From an optimization exercise on the open Yosys and OpenROAD flow, aimed at small area and a short achievable clock period; shortcuts taken in it are not production practice. Where RTL was checked, it was by simulation tests only, not by an equivalence proof against the original. Power and IR drop assume default switching activity.

exp/willow:
Design mole_lane_rx, start of the top module:
module mole_lane_rx (
    input  wire        clk,
    input  wire        rst,
    input  wire        in_valid,
    input  wire [1:0]  in_hdr,
    input  wire [63:0] in_data,
    output reg         out_valid,
    output reg  [1:0]  out_hdr,
    output reg  [63:0] out_data,
    output reg         sig_valid,
    output wire [7:0]  sig_code,
    output wire [39:0] sig_arg,
    output reg         frm_valid,
    output reg         frm_good,
    output reg  [1:0]  frm_class,
    output reg  [15:0] frm_seq,
    output reg  [6:0]  frm_dest,
    output reg  [6:0]  frm_words,
    output reg         aln_valid,
    output reg  [3:0]  aln_lane,
    output reg  [1:0]  aln_port,
    output reg  [15:0] aln_seq,
    output reg  [4:0]  aln_bip_errs,
    output reg  [15:0] cnt_block_err,
    output reg  [15:0] cnt_signal_bad,
    output reg  [15:0] cnt_crc_err,
    output reg  [15:0] cnt_bip_err,
    output reg         frozen,
    output reg         lane_drop
);
export LEC_CHECK = 0
export CAP_MARGIN = 20
export CORE_MARGIN = 2
export CORE_UTILIZATION = 40
export SLEW_MARGIN = 20
create_clock -name core_clock -period 9.0 [get_ports {clk}]
standard.sh (not shown) runs the stock make flow with config.mk's settings and CLKGATE_MAP_FILE= SYNTH_SCRIPT=/design/flow/synth_recipe.tcl, a recipe that flattens the netlist after the stock synthesis.
==> flow/flow/run.sh <==
#!/bin/bash
# Standard layout, with fast port buffers and a tighter setup target for
# timing repair. Each tool's output goes to the ORFS logs under orfs/logs;
# make's own output goes to flow_make.log.
set -euo pipefail
bash standard.sh "BUFFER_PORTS_ARGS=-buffer_cell sky130_fd_sc_hd__buf_2" SETUP_SLACK_MARGIN=5.5 finish > flow_make.log 2>&1
## Diff of input files: exp/lagoon against exp/willow
--- a/flow/flow/run.sh
+++ b/flow/flow/run.sh
@@ -5,2 +5,2 @@
 set -euo pipefail
-bash standard.sh "BUFFER_PORTS_ARGS=-buffer_cell sky130_fd_sc_hd__buf_2" SETUP_SLACK_MARGIN=5.5 finish > flow_make.log 2>&1
+bash standard.sh "BUFFER_PORTS_ARGS=-buffer_cell sky130_fd_sc_hd__buf_2" SETUP_SLACK_MARGIN=6.2 finish > flow_make.log 2>&1
## What came out
- [compare] base=exp/willow new=exp/lagoon: global-route wire length before repair moved up; wire length rose by 18%.
- From exp/willow to exp/lagoon the numbers moved as follows: worst IR drop on VDD decreased by about 1.8% relative to the old numbers; clock buffer count now smaller; placed wire-length estimate has increased; via count higher.
- Of exp/lagoon and exp/willow, it is exp/lagoon that has the higher detail-routed via count per cell.
- exp/lagoon reports its slowest cell on the critical path as sky130_fd_sc_hd__edfxtp_1 while exp/willow reports sky130_fd_sc_hd__dfxtp_1.
- Clock network power share in exp/lagoon is 0.9 points lower than in exp/willow
Changes in exp/cedar relative to exp/lagoon:
==> flow/flow/run.sh <==
#!/bin/bash
# The standard layout (standard.sh, the standard flow's own ORFS flow and synthesis),
# with two changes: the port buffers are buf_2 cells, and timing repair aims
# for 5.8 ns of setup slack. The ORFS tools write their full logs under
# orfs/logs/; make's own output goes to flow_make.log in this folder.
set -euo pipefail
bash standard.sh "BUFFER_PORTS_ARGS=-buffer_cell sky130_fd_sc_hd__buf_2" SETUP_SLACK_MARGIN=5.8 finish > flow_make.log 2>&1
Notes after the runs:
exp/lagoon closes out successfully: all stages finished, all timing, DRC and antenna checks passed.
exp/cedar finished every stage and its layout cleared the timing, design-rule and antenna checks.
Going from exp/lagoon to exp/cedar, hold slack went down; register-to-register slack went down; number of well taps did not really move.
exp/lagoon ended up with met4 as its highest metal layer with signal wires; exp/cedar ended up with met5.
Compared with exp/lagoon, in exp/cedar utilization now smaller; placer's final routability congestion estimate now smaller.
Of exp/lagoon and exp/cedar, the higher global router's overall resource usage belongs to exp/lagoon.
Final cell count, exp/lagoon and exp/cedar: higher on exp/lagoon
Summary of exp/cedar over exp/lagoon: number of ordinary and repair buffers in the finished layout -about 50%; number of port buffers level.
diff inputs: exp/cedar => exp/umber
- CORE_UTILIZATION changed from 40 to 60
- CTS_CLUSTER_DIAMETER newly set to 140
- CTS_CLUSTER_SIZE newly set to 27
==> flow/flow/run.sh <==
#!/bin/bash
# Standard layout, with fast port buffers and a tighter setup target for
# timing repair. Each tool's output goes to the ORFS logs under orfs/logs;
# make's own output goes to flow_make.log.
set -euo pipefail
bash standard.sh "BUFFER_PORTS_ARGS=-buffer_cell sky130_fd_sc_hd__buf_2" SETUP_SLACK_MARGIN=5.8 finish > flow_make.log 2>&1
--- outcome ---
When exp/umber is measured against exp/cedar, its growth of design area from synthesis to finish turns out 7.0 points lower.
Relative to exp/cedar, the number of cells in the finished layout apart from fillers measured on exp/umber has decreased by a little under 10%.
Diff exp/cedar -> exp/umber: placed wire-length estimate after detailed placement -10%; routed wire length -8400 um; final core utilization +20 points; highest achievable clock rate ~0 delta.
In the metrics for exp/umber and exp/cedar, the one carrying the lower internal reg-to-reg setup slack is exp/umber.
Setup changes, exp/umber to exp/garnet
- CORE_UTILIZATION changed from 60 to 40
- CTS_CLUSTER_SIZE changed from 27 to 24
- CTS_CLUSTER_DIAMETER changed from 140 to 120
--- outcome ---
- exp/garnet has completed all stages; timing, DRC and antenna checks passed.
- Re setup slack of the critical path after layout: exp/garnet is 14 ps down on exp/umber.
- The met1 track demand over resource in exp/garnet sits 11 points below the value recorded for exp/umber.
- Looking at origin of the worst setup path, the in_data[4] result is from exp/umber; the s1_fsta$_SDFF_PP0_ one comes from exp/garnet.
- Area overhead of the layout relative to synthesis delta for exp/garnet relative to exp/umber: 2.6 points higher

---

Setup of 01-08:
mole_lane_rx, a different RTL version from the one above (not shown whole).
Size: roughly 2300 cells after synthesis, about 420 flip-flops, roughly 310 I/O pins, roughly 23000 µm² of cells after synthesis.
==> flow/config.mk <==
export PLATFORM = sky130hd
export DESIGN_NAME = mole_lane_rx
export DESIGN_NICKNAME = mole_lane_rx
export VERILOG_FILES = /design/flow/design.v
export SDC_FILE = /design/flow/constraint.sdc
export NUM_CORES = 4
export LEC_CHECK = 0
export CAP_MARGIN = 20
export CORE_MARGIN = 2
export CORE_UTILIZATION = 75
export CTS_CLUSTER_DIAMETER = 140
export CTS_CLUSTER_SIZE = 27
export PLACE_DENSITY = 0.85
export SLEW_MARGIN = 20
==> flow/constraint.sdc <==
create_clock -name core_clock -period 9.0 [get_ports {clk}]
set_input_delay 1.8000 -clock core_clock [delete_from_list [all_inputs] [get_ports {clk}]]
set_output_delay 1.8000 -clock core_clock [all_outputs]
set_load 0.01 [all_outputs]
==> flow/flow/run.sh <==
#!/bin/bash
# Standard layout, with fast port buffers and a tighter setup target for
# timing repair. Each tool's output goes to the ORFS logs under orfs/logs;
# make's own output goes to flow_make.log.
set -euo pipefail
bash standard.sh "BUFFER_PORTS_ARGS=-buffer_cell sky130_fd_sc_hd__buf_2" SETUP_SLACK_MARGIN=5.8 finish > flow_make.log 2>&1
Modified inputs, 06-16 compared to 01-08
==> flow/flow/run.sh <==
#!/bin/bash
# The standard layout (standard.sh) with three changes:
#  - synthesis maps with ORFS's ABC speed script minus its final buffering
#    and sizing steps (timing repair in the layout sizes cells instead);
#    everything else in synthesis, and so every register, is unchanged;
#  - the port buffers are buf_2 cells;
#  - timing repair aims for 5.8 ns of setup slack.
# The ORFS tools write their full logs under orfs/logs/; make's own output
# goes to flow_synth.log and flow_make.log in this folder.
set -euo pipefail
mkdir -p scripts_abc
cp -r "$FLOW_HOME/scripts/." scripts_abc/
head -n 30 "$FLOW_HOME/scripts/abc_speed.script" > scripts_abc/abc_speed.script
ARGS=("BUFFER_PORTS_ARGS=-buffer_cell sky130_fd_sc_hd__buf_2" SETUP_SLACK_MARGIN=5.8)
bash standard.sh "${ARGS[@]}" "SCRIPTS_DIR=$PWD/scripts_abc" synth > flow_synth.log 2>&1
bash standard.sh "${ARGS[@]}" finish > flow_make.log 2>&1
--- a/flow/config.mk
+++ b/flow/config.mk
@@ -8,5 +8,5 @@
 export CAP_MARGIN = 20
 export CORE_MARGIN = 2
-export CORE_UTILIZATION = 75
+export CORE_UTILIZATION = 60
 export CTS_CLUSTER_DIAMETER = 140
 export CTS_CLUSTER_SIZE = 27
Results
- The flow did not stop early for 06-16: all stages ran, and the layout cleared the timing, design-rule and antenna checks.
- For 06-16, the critical path's slowest cell was sky130_fd_sc_hd__dfxtp_1, unlike 01-08, where it was sky130_fd_sc_hd__xnor2_1.
- 06-16: worst setup slack 0.58 ns above 01-08
- 06-16 ended up with out_data[48] as its endpoint of the most critical setup path; 01-08 ended up with last_msg[31].
- Maximum frequency, 01-08 and 06-16: lower on 01-08
- Synthesis-to-layout area growth up 2.6 points in 06-16 wrt 01-08

---

mole_lane_rx, a different RTL version from the one above (not shown whole).
Size: roughly 2400 cells after synthesis, about 410 flip-flops, ~310 I/O pins.
## mole_lane_rx
module mole_lane_rx (
    input  wire        clk,
    input  wire        rst,
    input  wire        in_valid,
    input  wire [1:0]  in_hdr,
    input  wire [63:0] in_data,
    output reg         out_valid,
    output reg  [1:0]  out_hdr,
    output reg  [63:0] out_data,
    output reg         sig_valid,
    output wire [7:0]  sig_code,
    output wire [39:0] sig_arg,
    output reg         frm_valid,
    output reg         frm_good,
    output reg  [1:0]  frm_class,
    output reg  [15:0] frm_seq,
    output reg  [6:0]  frm_dest,
    output reg  [6:0]  frm_words,
    output reg         aln_valid,
    output reg  [3:0]  aln_lane,
    output reg  [1:0]  aln_port,
    output reg  [15:0] aln_seq,
    output reg  [4:0]  aln_bip_errs,
    output reg  [15:0] cnt_block_err,
    output reg  [15:0] cnt_signal_bad,
    output reg  [15:0] cnt_crc_err,
    output reg  [15:0] cnt_bip_err,
    output reg         frozen,
    output reg         lane_drop
);
    localparam [7:0] T_IDLE  = 8'h1E;
    localparam [7:0] T_SIG   = 8'h2D;
    localparam [7:0] T_LINK  = 8'h33;
    localparam [7:0] T_ALIGN = 8'h4B;
    localparam [7:0] T_TRAIN = 8'h55;
    localparam [7:0] T_FSTA  = 8'h78;
    localparam [7:0] T_FEND  = 8'h87;
    localparam [31:0] FSTA_SEED = 32'hF0958FA1;
    reg  [57:0] hist;
    wire [121:0] ext = {in_data, hist};
    reg  [63:0] desc;
    integer k;
    always @(*) begin
        for (k = 0; k < 64; k = k + 1)
            desc[k] = ext[58 + k] ^ ext[58 + k - 39] ^ ext[k];
    end
    wire is_data  = (in_hdr == 2'b01);
    wire is_ctrl  = (in_hdr == 2'b10);
    wire hdr_bad  = !is_data && !is_ctrl;
    wire is_raw   = is_ctrl && (in_data[7:0] == T_ALIGN || in_data[7:0] == T_TRAIN);
    wire is_align = is_ctrl && (in_data[7:0] == T_ALIGN);
    wire [63:0] payload = is_raw ? in_data : desc;
    wire [7:0]  ctype   = desc[7:0];
    wire is_sctrl = is_ctrl && !is_raw;
    wire type_known = ctype == T_IDLE || ctype == T_SIG || ctype == T_LINK ||
  ...
clock: 9.0 ns
lec_check: 0
cap_margin: 20
core_margin: 2
core_utilization: 40
slew_margin: 20
==> flow/flow/run.sh <==
#!/bin/bash
# Standard layout, with fast port buffers and a tighter setup target for
# timing repair. Each tool's output goes to the ORFS logs under orfs/logs;
# make's own output goes to flow_make.log.
set -euo pipefail
bash standard.sh "BUFFER_PORTS_ARGS=-buffer_cell sky130_fd_sc_hd__buf_2" SETUP_SLACK_MARGIN=5.5 finish > flow_make.log 2>&1
Rerun with:
==> flow/flow/run.sh (replaced) <==
#!/bin/bash
# Standard layout, with fast port buffers and a tighter setup target for
# timing repair. Each tool's output goes to the ORFS logs under orfs/logs;
# make's own output goes to flow_make.log.
set -euo pipefail
bash standard.sh "BUFFER_PORTS_ARGS=-buffer_cell sky130_fd_sc_hd__buf_2" SETUP_SLACK_MARGIN=6.0 finish > flow_make.log 2>&1
What happened:
- The changed run finished with timing, DRC and antenna clean
- hold slack is worse by 4.3 ps
- via count climbs by 11%
- worst setup slack is better by 130 ps
Rerun with:
==> flow/flow/run.sh (replaced) <==
#!/bin/bash
# Standard layout, with fast port buffers and a tighter setup target for
# timing repair. Each tool's output goes to the ORFS logs under orfs/logs;
# make's own output goes to flow_make.log.
set -euo pipefail
bash standard.sh "BUFFER_PORTS_ARGS=-buffer_cell sky130_fd_sc_hd__buf_2" SETUP_SLACK_MARGIN=5.5 finish > flow_make.log 2>&1
--- a/flow/config.mk
+++ b/flow/config.mk
@@ -8,4 +8,4 @@
 export CAP_MARGIN = 20
 export CORE_MARGIN = 2
-export CORE_UTILIZATION = 40
+export CORE_UTILIZATION = 65
 export SLEW_MARGIN = 20
What happened:
- die area went down by 38%
- sequential cell count is unchanged
- sequential share of layout area came out higher by 5.1 points
- sequential power rises by about 4%
- maximum frequency shrinks by 4.8%
- setup slack got worse by 170 ps
- power went down by 9.8%
Rerun with:
--- a/flow/config.mk
+++ b/flow/config.mk
@@ -8,4 +8,5 @@
 export CAP_MARGIN = 20
 export CORE_MARGIN = 2
-export CORE_UTILIZATION = 65
+export CORE_UTILIZATION = 40
+export CTS_BUF_LIST = sky130_fd_sc_hd__clkbuf_8
 export SLEW_MARGIN = 20
What happened: Final cell count goes up by about 12%; hold slack barely changes; power hardly moves; utilization goes down by 29 points; global-route usage goes down by 14 points; design area goes up by about 1.8%; fmax goes up by 1.1%.
No run of this note included a check of the RTL's function; only the layout flow was run.

-- what the ideal ports hide --
The flow's constraints put no driver on any port. The routed layouts listed below were extracted and timed again, unchanged, in two steps. Step 1: set_driving_cell puts a clkbuf_16 on clk and a buf_2 on each other input, an assumption about the parent block. Step 2 times the ports against the registers' clock, not the clock port: input delays grow and output delays shrink by t, the midpoint of the rising clock arrivals with the driver on. Three values: no drivers, after step 1, after step 2; two values: the first two.
run | shift t [ns] | slack for setup (ns) | worst hold slack (ns) | latest minus earliest clock arrival (ns) | pins driven straight from the clock port
exp/willow | 0.643 | 5.513 / 5.450 / 5.053 | 0.434 / 0.434 / 0.434 | 0.024 / 0.024 | 1
exp/lagoon | 0.670 | 5.876 / 5.809 / 5.446 | 0.439 / 0.439 / 0.439 | 0.024 / 0.024 | 1
exp/cedar | 0.656 | 5.811 / 5.750 / 5.220 | 0.436 / 0.436 / 0.436 | 0.019 / 0.020 | 1
exp/umber | 0.601 | 5.817 / 5.758 / 5.250 | 0.452 / 0.452 / 0.452 | 0.027 / 0.027 | 1
exp/garnet | 0.625 | 5.803 / 5.764 / 5.327 | 0.444 / 0.444 / 0.444 | 0.027 / 0.026 | 1
01-08 | 0.617 | 5.200 / 5.200 / 4.998 | 0.462 / 0.462 / 0.462 | 0.056 / 0.056 | 1
06-16 | 0.605 | 5.776 / 5.721 / 5.265 | 0.481 / 0.481 / 0.481 | 0.023 / 0.023 | 1
the first run of note 3 | 0.648 | 5.498 / 5.448 / 4.973 | 0.452 / 0.452 / 0.452 | 0.026 / 0.026 | 1
the second run of note 3 | 0.643 | 5.623 / 5.623 / 5.075 | 0.448 / 0.448 / 0.448 | 0.023 / 0.023 | 1
the third run of note 3 | 0.635 | 5.455 / 5.420 / 4.951 | 0.447 / 0.447 / 0.447 | 0.022 / 0.023 | 1
the fourth run of note 3 | 0.708 | 5.492 / 5.459 / 4.844 | 0.446 / 0.446 / 0.446 | 0.051 / 0.051 | 1
After both steps setup and hold are still met in every run listed. The setup slack of the fourth run of note 3, which loses most, moves by -0.033 ns with the drivers and by -0.648 ns with both steps.
